Context: an optimization exercise on an open-source flow, tuned for small area, a short achievable clock period and few clock cycles per item. The choices shown serve that exercise and are no tape-out recipe. RTL that was checked went through simulation tests only; none was proved equivalent to the original. The RTL of run 3 was laid out without a check of its function.

==> design.v <==
module bsc_launch (
    input  wire        clk,
    input  wire        rst,
    input  wire        start,
    output wire        ready,
    input  wire [63:0] inst_sec,
    input  wire [29:0] inst_ns,
    input  wire [63:0] anchor_sec,
    input  wire [29:0] anchor_ns,
    input  wire [31:0] anchor_frac,
    input  wire [95:0] anchor_bc,
    input  wire [63:0] rate,
    output reg         done,
    output reg  [95:0] launch
);
    reg         s_idle, s_sub, s_m12, s_m2, s_m3, s_aln, s_div, s_fin;
    reg         ph1;         
    reg  [5:0]  cnt;
    reg         neg;         
    reg         sg;          
    reg         rz;          
    reg  [63:0] dv;          
    reg  [65:0] r3;          
    reg  [63:0] rem;         
    reg  [1:0]  nt;          
    reg  [95:0] t;           
    reg  [95:0] dq;          
    assign ready = s_idle;
    wire [65:0] x    = {rem, nt};
    wire [66:0] d1   = {1'b0, x} - {3'b000, dv};
    wire [66:0] d2   = {1'b0, x} - {2'b00, dv, 1'b0};
    wire [66:0] d3   = {1'b0, x} - {1'b0, r3};
    wire        ge1  = ~d1[66];
    wire        ge2  = ~d2[66];
    wire        ge3  = ~d3[66];
    wire [1:0]  qd   = {ge2, ge3 | (ge1 & ~ge2)};
    wire [63:0] rem_nx = ge3 ? d3[63:0] : ge2 ? d2[63:0] : ge1 ? d1[63:0] : x[63:0];
    wire [95:0] qv   = rz ? 96'd0 : (dq ^ {96{neg}});
    wire [95:0] op_a = ({96{s_sub}} & t)
                     | ({96{s_m12}} & {t[88:0], 7'd0})
                     | ({96{s_m3}}  & {t[79:0], 16'd0})
                     | ({96{s_fin}} & launch);
    wire [95:0] op_b = ({96{s_sub}} & ~{2'b00, dq[61:32], r3[63:0]})
                     | ({96{s_m12}} & ~{t[94:0], 1'b0})
                     | ({96{s_m3}}  & ~{t[85:0], 10'd0})
                     | ({96{s_fin}} & qv);
    wire [95:0] op_c = ({96{s_m12}} & ~t)
                     | ({96{s_m3}}  & ~{t[86:0], 9'd0});
    wire [95:0] op_d = {96{s_m3}} & {{64{dq[63]}}, dq[63:32]};
    wire        k1   = s_sub | s_m12 | s_m3 | (s_fin & ~rz);
    wire        k2   = s_m12 | (s_m3 & sg);
    wire [95:0] s1   = op_a ^ op_b ^ op_c;
    wire [95:0] c1   = {(op_a[94:0] & op_b[94:0]) | (op_a[94:0] & op_c[94:0]) | (op_b[94:0] & op_c[94:0]), k1};
    wire [95:0] s2   = s1 ^ c1 ^ op_d;
    wire [95:0] c2   = {(s1[94:0] & c1[94:0]) | (s1[94:0] & op_d[94:0]) | (c1[94:0] & op_d[94:0]), k2};
    wire [95:0] msum = s2 + c2;
    wire        c64  = msum[64] ^ t[64] ^ ~dq[32];
    wire        sgn  = t[95];
    wire [95:0] pp   = t ^ {96{sgn}};
    wire [31:0] ff   = dq[95:64] ^ {32{~sgn}};
    wire        cb   = ~sgn;
    wire [31:0] ffn  = dq[95:64] ^ {32{~neg}};
    wire [64:0] orr;
    assign orr[64] = 1'b0;
    genvar gi;
    generate
        for (gi = 63; gi >= 0; gi = gi - 1) begin : g_orr
            assign orr[gi] = orr[gi + 1] | dv[gi];
        end
    endgenerate
    wire [55:0] okv;
    generate
        for (gi = 0; gi < 56; gi = gi + 1) begin : g_ok
            assign okv[gi] = ~pp[gi] | orr[gi + 9];
        end
    endgenerate
    wire        fit  = (pp[95:56] == 40'd0) & (&okv);
    always @(posedge clk) begin
        if (rst) begin
            s_idle <= 1'b1;
            s_sub  <= 1'b0;
            s_m12  <= 1'b0;
            s_m2   <= 1'b0;
            s_m3   <= 1'b0;
            s_aln  <= 1'b0;
            s_div  <= 1'b0;
            s_fin  <= 1'b0;
            done   <= 1'b0;
        end else begin
            done   <= s_fin;
            s_idle <= (s_idle & ~start) | s_fin;
            s_sub  <= s_idle & start;
            s_m12  <= s_sub | (s_m12 & ~s_m2);
            s_m2   <= s_m12 & ~s_m2;
            s_m3   <= s_m2;
            s_aln  <= s_m3;
            s_div  <= (s_aln & ~rz) | (s_div & ~(~ph1 & cnt == 6'd0));
            s_fin  <= (s_aln & rz) | (s_div & ~ph1 & cnt == 6'd0);
        end
    end
    always @(posedge clk) begin
        if (s_idle) begin
            dv     <= rate;
            rem    <= rate;
            r3     <= {2'b00, anchor_sec};
            t      <= {2'b00, inst_ns, inst_sec};
            dq     <= {anchor_frac, 2'b00, anchor_ns, 32'd0};
            nt     <= 2'b00;
            launch <= anchor_bc;
        end
        if (s_sub) begin
            t         <= {{32{~c64}}, msum[63:0]};
            sg        <= ~c64;
            dq[63:32] <= msum[95:64];
            r3        <= d1[65:0];
            rz        <= (dv == 64'd0);
        end
        if (s_m12 | s_m3)
            t <= msum;
        if (s_aln) begin
            neg <= sgn;
            if (fit) begin
                rem <= {pp[55:0], ff[31:24]};
                nt  <= ff[23:22];
                dq  <= {ff[21:0], {32{cb}}, 42'd0};
                cnt <= 6'd27;
                ph1 <= 1'b0;
            end else begin
                rem <= 64'd0;
                nt  <= pp[95:94];
                cnt <= 6'd47;
                ph1 <= 1'b1;
            end
        end
        if (s_div) begin
            rem <= rem_nx;
            cnt <= cnt - 6'd1;
            t   <= {t[93:0], qd};
            if (ph1) begin
                if (cnt == 6'd0) begin
                    nt  <= ffn[31:30];
                    dq  <= {ffn[29:0], {32{~neg}}, 2'b00, t[29:0], qd};
                    cnt <= 6'd31;
                    ph1 <= 1'b0;
                end else begin
                    nt  <= t[93:92] ^ {2{neg}};
                end
            end else begin
                nt  <= dq[95:94];
                dq  <= {dq[93:0], qd};
            end
        end
        if (s_fin)
            launch <= msum;
    end
endmodule
==> flow/run.sh <==
#!/bin/bash
# Standard ORFS layout (the standard.sh, standard synthesis), with two
# changes to how the layout is made:
#  - ports are buffered with plain buffers instead of the smallest-area cell
#    buffer_ports picks (a delay cell);
#  - timing repair aims for extra setup slack, so that the layout is sized
#    for a shorter period than the 16 ns the constraints allow.
# The constraints (constraint.sdc) and every other step are unchanged.
set -euo pipefail
export SETUP_SLACK_MARGIN=11
export BUFFER_PORTS_ARGS="-buffer_cell sky130_fd_sc_hd__buf_2"
bash standard.sh > standard_flow.log 2>&1
==> standard.sh <==
#!/bin/bash
# synth_recipe.tcl (not shown) runs the flow's synth.tcl, then flattens the netlist and writes it again
# the make line also repeats each setting of config.mk as NAME=value (left out here)
make -C /OpenROAD-flow-scripts/flow DESIGN_CONFIG=/design/flow/config.mk WORK_HOME=/design/flow/orfs CLKGATE_MAP_FILE= SYNTH_SCRIPT=/design/flow/synth_recipe.tcl "${@:-finish}"
==> config.mk <==
export PLATFORM = sky130hd
export DESIGN_NAME = bsc_launch
export DESIGN_NICKNAME = bsc_launch
export VERILOG_FILES = /design/flow/design.v
export SDC_FILE = /design/flow/constraint.sdc
export NUM_CORES = 4
export LEC_CHECK = 0
export CAP_MARGIN = 20
export CORE_MARGIN = 2
export CORE_UTILIZATION = 40
export SLEW_MARGIN = 20
==> constraint.sdc <==
create_clock -name core_clock -period 16.0 [get_ports {clk}]
set_input_delay 3.2000 -clock core_clock [delete_from_list [all_inputs] [get_ports {clk}]]
set_output_delay 3.2000 -clock core_clock [all_outputs]
set_load 0.01 [all_outputs]
==> impl_metrics.ini, run 1 <==
[grt]
grtUsageTotal = 0.404
grt_overflow = 0
grt_max_degree = 71
grt_pass1_wl_um = 397000
grt_pass1_vias = 53400
grt_antenna_before_repair = 14

[synth]
ys_top_cells_by_area = edfxtp_1 22%, fa_1 7.3%, ha_1 6.8%, a21oi_1 5.3%, xnor2_1 5.0%
synth_edf_count = 397
synthDominantCellAreaShare = 0.223
synth-seq-area-share = 0.263
yosys_warnings = 1
synth-seq-cells = 503
synth_top_cell_by_area = edfxtp_1
synth_common_cells = 567 x a21oi_1, 559 x inv_1, 514 x nand2_1
ys.flop_type = edfxtp_1
ys_async_sr_fraction = 0
yosys.cell_count.top_type = a21oi_1
synthDistinctLibCells = 102
synth_fp_nets = 7150
synthCells = 6282
avgSynthCellArea_um2 = 8.51
synthesis.area_mm2 = 0.0535

[worst_setup_path]
crit_slowest_cell = fa_2
worstPathMaxFanout = 8
worstPathCellList = buf_6, buf_12, buf_16, xor2_1, a221oi_2, fa_2, fa_2, fa_2, nor2b_2, o31a_1, o22ai_4, buf_6, o211ai_1, buf_4, a21oi_4, o32ai_4, buf_12, o2111ai_4, a21oi_2, or3_4, nand3_1, a32oi_1
cpLargestDelayFamily = compound AO/OA/AOI/OAI gates
timing.critical_path.buf_inv = 6
worstSetupStartpoint = neg
crit_path_frequent_cell = fa_2
reg2reg_from = neg
worst-setup-path-type = reg2reg
cp.required_ns = 16.39
max_stage_delay_ns = 0.58
end_kind = flop
crit_path_start_kind = flop
cp.arrival_ns = 6.14

[floorplan]
start_util = 0.402
core.rowCount = 134
die_w_um = 370
die_y_um = 370
core_mm2 = 0.133
pin_count = 481
die_area_mm2 = 0.137

[clocking]
cts-root-buf = clkbuf_16
clock-sinks = 503
cts_inserted_buffers = 66
cts_tree = built
clockBufferDepth = 3
clk_latency_ns = 0.70
path_clk_slew_ns = 0.07
htreeDepth = 3
ctsHoldBuffers = 0

[finish]
n_fill_cell = 12600
multi_input_area_mm2 = 0.0400
seqCellArea_mm2 = 0.0141
layout-drive-gt1-share = 0.259
area_delta_synth_final_pct = 25.5
layout.nets = 7624
layout.cells.non_filler = 8580

[routing]
ant_nets = 0
firstDrtPassIters = 9
wirelength_um = 287000
first_iter_violations = 7636
dr_total_vias = 56600
viasPerCell = 6.60
drcViolationCount = 0
wl_per_cell_um = 33.4

[timing]
finClkSkew_ns = 0.0350
whs_ns = 0.461
worst_pin_slew_ns = 1.16
worst_slack_ns = 10.25
hold_violations = 0
period_needed_ns = 5.75
fin_crit_sh = 0.359
finalSetupViolations = 0
maxSlewHeadroom = 0.224
rsz0062_at_grt = true
slew_violations = 0
fmax_mhz = 174
finalSetupTns_ns = 0

[place]
routabilityCongestion = 1.00
place_inst = 8158
io_buffers = 480
place_ws_ns = 8.12
place_hpwl_um = 217000

[flow_run]
maxCapViolations = 0

[status]
outcome = no timing/DRC/antenna violations

[worst_hold_path]
hp-start = s_m2
min_path_type = reg2reg
flip-flops by register name, summed over array words and instances (netlist names), 2 cells and up:
name,cells
cnt,6
dq,96
dv,64
launch,96
nt,2
r3,66
rem,64
t,96
per-layer routing:
metal | GRT usage | wire length [µm]
met4 | 0.245 | 21400
met2 | 0.594 | 120000
met1 | 0.538 | 112000
met3 | 0.0921 | 32500
met5 | 0 | 62
cells by family after synthesis:
logic type,synth area share
compound gates,0.266
xor+xnor,0.0745
fa+ha+maj,0.141
buf+inv,0.0728
flops,0.263
mux,0.0571
simple gates,0.127
layout make-up:
| type | instances | share of cell area |
|---|---|---|
| clock inverters | 35 | 0.00627 |
| multi-input cells | 4778 | 0.597 |
| repair inverters | 2 | 0.000242 |
| clock buffers | 84 | 0.0268 |
| repair buffers | 843 | 0.0948 |
| flip-flops and latches | 503 | 0.210 |
| well taps | 1768 | 0.0330 |
| inverters | 562 | 0.0321 |
| diodes | 5 | 0.000187 |
worst paths after layout:
kind	end	slack, ns	cells past startpoint
worst max-delay path	t[66]	10.25	22
worst min-delay path	s_m3	0.46	1
worst max register to register	t[66]	10.25	22
worst min register to register	s_m3	0.46	1
cells in the final DEF (no fill, tap or decap), types with 120 or more instances in the layout:
master / count
nand2_1: 491
mux2_2: 122
buf_4: 243
xnor2_1: 226
a21oi_1: 484
mux2i_1: 130
buf_2: 480
edfxtp_1: 397
a221oi_1: 120
o21ai_0: 265
ha_1: 223
inv_1: 551
fa_1: 189
a21o_1: 139
nor2_1: 356
timing repair:
action,in CTS,in global routing
pin swaps,128,113
buffers inserted,185,89
gates resized for setup,630,321
setup endpoints to repair,351,223
hold endpoints to repair,0,0
gates cloned,24,0
stage by stage:
step           cell area [µm²]   util
6_report                 67100  0.504
5_1_grt                  67100  0.504
4_1_cts                  64800  0.487
3_5_place_dp             57000  0.429
3_3_place_gp             57000  0.429
2_1_floorplan            53700      -
Testbench counts, summed over its fixed seeds: cycles 44,808, items 1,280.
==> run 2: changes to the inputs <==
==> run.sh (new file) <==
#!/bin/bash
# synth_recipe.tcl (not shown) runs the flow's synth.tcl, then flattens the netlist and writes it again
# the make line also repeats each setting of config.mk as NAME=value (left out here)
make -C /OpenROAD-flow-scripts/flow DESIGN_CONFIG=/design/flow/config.mk WORK_HOME=/design/flow/orfs CLKGATE_MAP_FILE= SYNTH_SCRIPT=/design/flow/synth_recipe.tcl finish
--- a/config.mk
+++ b/config.mk
@@ -10,2 +10,3 @@
 export CORE_UTILIZATION = 40
+export GPL_TIMING_DRIVEN = 0
 export SLEW_MARGIN = 20
removed: flow/run.sh
removed: standard.sh
==> run 2 against run 1 <==
  * Worst setup slack got worse by 3.9 ns
  * Clock skew is essentially flat
  * Wire length increased by 14%
  * Synthesized cell count stayed put
  * Area after synthesis is the same
  * Critical path type unchanged
==> impl_metrics.ini, run 2 <==
[synth]
synth-xor-area-share = 0.0745
synthDominantCellAreaShare = 0.223
synth-simple-area-share = 0.127
synth_top_family_by_area = compound AO/OA/AOI/OAI gates
synth_edf_count = 397
synth.mux.area_fraction = 0.0571
ys.flop_type = edfxtp_1
yosys_warnings = 1
ys_top_cells_by_area = edfxtp_1 22%, fa_1 7.3%, ha_1 6.8%, a21oi_1 5.3%, xnor2_1 5.0%
synthesis.area_mm2 = 0.0535
synth_top_cell_by_area = edfxtp_1
synthCells = 6282
yosys.cell_count.top_type = a21oi_1
synth-seq-cells = 503
ys_async_sr_fraction = 0
synth-seq-area-share = 0.263
synthDistinctLibCells = 102
synth_common_cells = 567 x a21oi_1, 559 x inv_1, 514 x nand2_1
synth_compound_area_frac = 0.266
synth_fp_nets = 7150
avgSynthCellArea_um2 = 8.51
synth_fa_ha_area_frac = 0.141

[floorplan]
start_util = 0.402
pin_count = 481
die_w_um = 370
die_y_um = 370
die_area_mm2 = 0.137
core.rowCount = 134
core_mm2 = 0.133

[routing]
dr_total_vias = 57700
wl_per_cell_um = 37.5
viasPerCell = 6.63
top_layer = met5
ant_nets = 0
drcViolationCount = 0
met3WireLength_um = 38600
first_iter_violations = 7808
met2_length_um = 135000
drt-met1-wl_um = 122000
firstDrtPassIters = 9
wirelength_um = 326000

[timing]
maxSlewHeadroom = 0.124
whs_ns = 0.496
finalSetupViolations = 0
finClkSkew_ns = 0.0353
worst_pin_slew_ns = 1.30
fmax_mhz = 104
period_needed_ns = 9.65
rsz0062_at_grt = false
hold_violations = 0
fin_crit_sh = 0.603
worst_slack_ns = 6.35
slew_violations = 0
finalSetupTns_ns = 0

[place]
place_ws_ns = 6.87
place_hpwl_um = 269000
io_buffers = 479
placed_area_mm2 = 0.0611
routabilityCongestion = 1.09
place_inst = 8550

[worst_setup_path]
crit_path_start_kind = flop
cp.required_ns = 16.38
end_kind = flop
cp.arrival_ns = 10.03
worstPathMaxFanout = 10
worst-setup-path-type = reg2reg

[clocking]
clk_latency_ns = 0.71
post_cts_buffers = 0
cts-root-buf = clkbuf_16
clockBufferDepth = 3
path_clk_slew_ns = 0.07
cts-resized-gates = 0
htreeDepth = 3
cts_inserted_buffers = 70
clock-sinks = 503
cts_tree = built
ctsHoldBuffers = 0

[finish]
area_delta_synth_final_pct = 18.8
layout.nets = 7725
top_regs = dq x96, launch x96, t x96
layout.cells.non_filler = 8697
layout_commonest_cell = a21oi_1
layout-drive-gt1-share = 0.0769
design_area_mm2 = 0.0635
layout_common_cells = 565 x a21oi_1, 557 x inv_1, 514 x nand2_1, 479 x clkdlybuf4s50_1, 397 x edfxtp_1
final_util = 0.477

[grt]
grtUsageTotal = 0.461
grt_pass1_wl_um = 437000
grt_pass1_vias = 55000
grt_antenna_before_repair = 16
grt_overflow = 0
grt_max_degree = 46

[flow_run]
maxCapViolations = 0

[status]
outcome = no timing/DRC/antenna violations

[worst_hold_path]
min_path_type = reg2reg
[run 2: cell counts after synthesis]
No cell type changed its count.
[run 2: critical path, stage by stage (launching register included)]
cell and delay [ns]:
edfxtp_1 0.34, clkbuf_1 0.18, clkbuf_1 0.94, buf_1 0.88, buf_1 0.59, xor2_1 0.15
a21oi_1 0.23, fa_1 0.46, fa_1 0.50, inv_1 0.04, ha_1 0.33, nor2b_1 0.16
o31a_1 0.28, o22ai_1 0.47, o2111ai_1 0.50, a32oi_1 0.84, nand4_1 0.25, a31oi_2 0.40
xnor3_1 0.72, a31oi_4 0.33, buf_6 0.20, buf_4 0.28, a22oi_1 0.16
[run 2: cell type report]
class / count / area, µm²
repair buffers: 503 / 5280
inverters: 562 / 2110
multi-input cells: 4776 / 35600
flip-flops and latches: 503 / 14000
plain buffers: 441 / 1820
clock buffers: 86 / 1910
well taps: 1768 / 2210
clock inverters: 43 / 464
diodes: 15 / 37.5
fillers: 13300 / 69600
[run 2: path summary, 6_finish.rpt]
kind | slack (ns) | to | from | depth (start not counted)
hold / removal | 0.50 | s_m3 | s_m2 | 1
hold reg to reg | 0.50 | s_m3 | s_m2 | 1
setup reg to reg | 6.35 | t[88] | neg | 22
setup / recovery | 6.35 | t[88] | neg | 22
[run 2: routing by layer]
metal	up-vias	track usage
li1	24400	-
met1	28200	0.575
met2	4125	0.676
met3	987	0.127
met4	10	0.344
met5	-	0.00855
[run 2: cells by family after synthesis]
| family | Yosys count |
|---|---|
| AOI/OAI and AO/OA | 2091 |
| xor gates and xnor gates | 453 |
| adders and majority gates | 485 |
| buffers and inverters | 1003 |
| DFF | 503 |
| muxes | 286 |
| and+or+nand+nor | 1461 |
==> run 3: changes to the inputs <==
==> design.v (replaced) <==
module bsc_launch (
    input  wire        clk,
    input  wire        rst,
    input  wire        start,
    output wire        ready,
    input  wire [63:0] inst_sec,
    input  wire [29:0] inst_ns,
    input  wire [63:0] anchor_sec,
    input  wire [29:0] anchor_ns,
    input  wire [31:0] anchor_frac,
    input  wire [95:0] anchor_bc,
    input  wire [63:0] rate,
    output reg         done,
    output reg  [95:0] launch
);
    localparam [29:0] NS_PER_S = 30'd1000000000;
    localparam [1:0] S_IDLE = 2'd0;
    localparam [1:0] S_DIV  = 2'd1;
    localparam [1:0] S_FIN  = 2'd2;
    reg  [1:0]   state;
    reg  [7:0]   count;
    reg          neg;         
    reg  [157:0] quot;        
    reg  [64:0]  rem;
    reg  [63:0]  divisor;
    reg  [95:0]  base;
    wire [125:0] inst_v   = {inst_sec * NS_PER_S + {64'd0, inst_ns}, 32'd0};
    wire [125:0] anch_v   = {anchor_sec * NS_PER_S + {64'd0, anchor_ns}, anchor_frac};
    wire [126:0] diff     = {1'b0, inst_v} - {1'b0, anch_v};
    wire [125:0] mag      = diff[126] ? (126'd0 - diff[125:0]) : diff[125:0];
    wire [64:0]  rem_sh   = {rem[63:0], quot[157]};
    wire         rem_ge   = rem_sh >= {1'b0, divisor};
    wire [64:0]  rem_nx   = rem_ge ? rem_sh - {1'b0, divisor} : rem_sh;
    wire [95:0]  q_up     = quot[95:0] + {95'd0, rem != 65'd0};
    wire [95:0]  offset   = neg ? (96'd0 - quot[95:0]) : q_up;
    assign ready = (state == S_IDLE);
    always @(posedge clk) begin
        if (rst) begin
            state <= S_IDLE;
            count <= 8'd0;
            done  <= 1'b0;
        end else begin
            done <= 1'b0;
            case (state)
                S_IDLE: begin
                    if (start) begin
                        neg     <= diff[126];
                        quot    <= {mag, 32'd0};
                        rem     <= 65'd0;
                        divisor <= rate;
                        base    <= anchor_bc;
                        count   <= 8'd0;
                        state   <= S_DIV;
                    end
                end
                S_DIV: begin
                    rem   <= rem_nx;
                    quot  <= {quot[156:0], rem_ge};
                    count <= count + 8'd1;
                    if (count == 8'd157)
                        state <= S_FIN;
                end
                S_FIN: begin
                    launch <= (divisor == 64'd0) ? base : base + offset;
                    done   <= 1'b1;
                    state  <= S_IDLE;
                end
                default: state <= S_IDLE;
            endcase
        end
    end
endmodule
--- a/config.mk
+++ b/config.mk
@@ -10,3 +10,2 @@
 export CORE_UTILIZATION = 40
-export GPL_TIMING_DRIVEN = 0
 export SLEW_MARGIN = 20
==> run 3 against run 2 <==
  * Non-clock buffer count decreased by 154
  * Design area increased by 77%
  * Still clean
  * Clock skew increased by 0.026 ns
  * Highest routed layer unchanged
  * Largest cell class unchanged
  * Utilization decreased by 2.6 points
==> impl_metrics.ini, run 3 <==
[place]
place_ws_ns = -0.293
place_hpwl_um = 284000
routabilityCongestion = 0.999
io_buffers = 480

[timing]
period_needed_ns = 15.53
finalSetupViolations = 0
slew_violations = 0
worst_pin_slew_ns = 1.21
worst_slack_ns = 0.468
rsz0062_at_grt = false
finClkSkew_ns = 0.0616
fmax_mhz = 64.4
maxSlewHeadroom = 0.194
hold_violations = 0
fin_crit_sh = 0.971

[worst_setup_path]
crit_path_start_kind = input pin
max_stage_delay_ns = 1.08
timing.critical_path.buf_inv = 6
cp.arrival_ns = 15.95
worstPathMaxFanout = 8
crit_path_frequent_cell = fa_1
end_kind = flop
cpLargestDelayFamily = adder cells
worst-setup-path-type = in2reg
cp.required_ns = 16.41
crit_slowest_cell = o31ai_1

[clocking]
cts-root-buf = clkbuf_16
cts-resized-gates = 0
cts_inserted_buffers = 59
clock-sinks = 491
path_clk_slew_ns = 0.06
ctsHoldBuffers = 0
clockBufferDepth = 3
cts_tree = built
clk_latency_ns = 0.71
post_cts_buffers = 0
htreeDepth = 2

[grt]
grt_max_degree = 215
grt_antenna_before_repair = 44
grt_pass1_wl_um = 504000
grt_overflow = 0
grtUsageTotal = 0.253
grt_pass1_vias = 84800

[synth]
synth_common_cells = 2258 x inv_1, 1332 x fa_1, 1151 x ha_1
synth-seq-area-share = 0.146
synthDistinctLibCells = 98
synth_compound_area_frac = 0.141
synth.mux.area_fraction = 0.00702
synth-xor-area-share = 0.0672
synth_top_family_by_area = adder cells
ys.flop_type = edfxtp_1
ys_top_cells_by_area = fa_1 27%, edfxtp_1 14%, ha_1 14%, inv_1 8.5%, xnor2_1 4.0%
synthDominantCellAreaShare = 0.267
synth_fp_nets = 14200
synthCells = 11300
synth-seq-cells = 491
ys_async_sr_fraction = 0
avgSynthCellArea_um2 = 8.86
synth-simple-area-share = 0.130
synth_fa_ha_area_frac = 0.411
synth_edf_count = 480
synth_top_cell_by_area = fa_1
synthesis.area_mm2 = 0.0999
yosys_warnings = 1
yosys.cell_count.top_type = inv_1

[floorplan]
die_w_um = 504
pin_count = 481
die_area_mm2 = 0.254
core.rowCount = 183
core_mm2 = 0.248
start_util = 0.402
die_y_um = 504

[worst_hold_path]
min_path_type = reg2reg

[routing]
wl_per_cell_um = 21.3
first_iter_violations = 6116
dr_total_vias = 82500
drcViolationCount = 0
wirelength_um = 324000
firstDrtPassIters = 8
ant_nets = 0
viasPerCell = 5.42

[finish]
area_delta_synth_final_pct = 12.3
layout_commonest_cell = inv_1
layout.nets = 14700
layout_common_cells = 2258 x inv_1, 1332 x fa_1, 1151 x ha_1, 766 x nand2_1, 724 x a21oi_1
top_regs = quot x158, base x96, launch x96
largest_register_ffs = 158
n_fill_cell = 24200
layout-drive-gt1-share = 0.0442
top_register = quot

[flow_run]
maxCapViolations = 0

[status]
outcome = no timing/DRC/antenna violations
## run 3: worst reg2reg max path: cells and delay by family, from the launching register on
family / cells / cell delay [ns]
simple gates: 11 / 3.23
flops: 1 / 0.48
buf+inv: 3 / 0.45
fa+ha+maj: 1 / 0.42
mux: 1 / 0.16
xor+xnor: 2 / 0.39
compound gates: 10 / 2.94
## run 3: worst paths after layout
| check | from | endpoint | slack, ns | depth (start not counted) |
|---|---|---|---|---|
| min | quot[126] | quot[127] | 0.51 | 2 |
| min reg2reg | quot[126] | quot[127] | 0.51 | 2 |
| max | anchor_sec[2] | quot[157] | 0.47 | 37 |
| max reg2reg | quot[9] | launch[95] | 7.66 | 28 |
## run 3: metrics by stage
step	utilization	TNS, ns	instances	hold slack (ns)	area (µm²)
after global routing	0.451	0	15200	0.531	112000
final	0.452	0	15200	0.509	112000
after global placement	0.443	-26.25	15100	0.488	110000
after CTS	0.451	0	15200	0.482	112000
after detailed placement	0.443	-7.18	15100	0.493	110000
after floorplan	-	0	11300	0.455	99900
## run 3: cell type report
| type | instances | area (µm²) | area share |
|---|---|---|---|
| multi-input combinational | 8209 | 75700 | 0.675 |
| sequential | 491 | 14600 | 0.130 |
| inverter | 2259 | 8480 | 0.0756 |
| timing repair buffer | 790 | 7190 | 0.0641 |
| tap | 3330 | 4170 | 0.0371 |
| clock buffer | 67 | 1550 | 0.0138 |
| clock inverter | 43 | 415 | 0.00370 |
| antenna | 21 | 52.6 | 0.000468 |
## run 3: logic make-up after synthesis
logic type,count (synthesis)
buffers and inverters,2585
DFF,491
muxes,69
AOI/OAI and AO/OA,2273
xor gates and xnor gates,765
adders and majority gates,2483
and+or+nand+nor,2619
## run 3: metal layers
layer | vias up | GRT usage | routed length [µm]
li1 | 38900 | - | -
met1 | 40800 | 0.351 | 145000
met2 | 2424 | 0.417 | 151000
met5 | - | 0 | 126
met4 | 20 | 0.0730 | 10600
met3 | 372 | 0.0251 | 17100

separate check: timing with driven ports:
No port has a modelled driver above. Below, the same layouts with a new extraction and two added sets of constraints. Step 1: set_driving_cell puts a clkbuf_16 on clk and a buf_2 on each other input, an assumption about the parent block. Step 2 also shifts input and output timing later by t, the mid clock arrival at the registers, as if the neighbouring blocks saw the same clock. Slacks: ideal / step 1 / step 2; pairs: ideal / step 1.
run	shift t [ns]	slack for setup (ns)	cell pins on the clock port's net
run 1	0.760	10.252 / 10.252 / 10.252	1
run 2	0.769	6.355 / 6.355 / 6.355	1
run 3	0.768	0.468 / 0.383 / -0.385	1
Met with ideal ports but missed after step 2: setup timing in run 3. The setup slack of run 3, which loses most, moves by -0.085 ns with the drivers and by -0.853 ns with both steps.
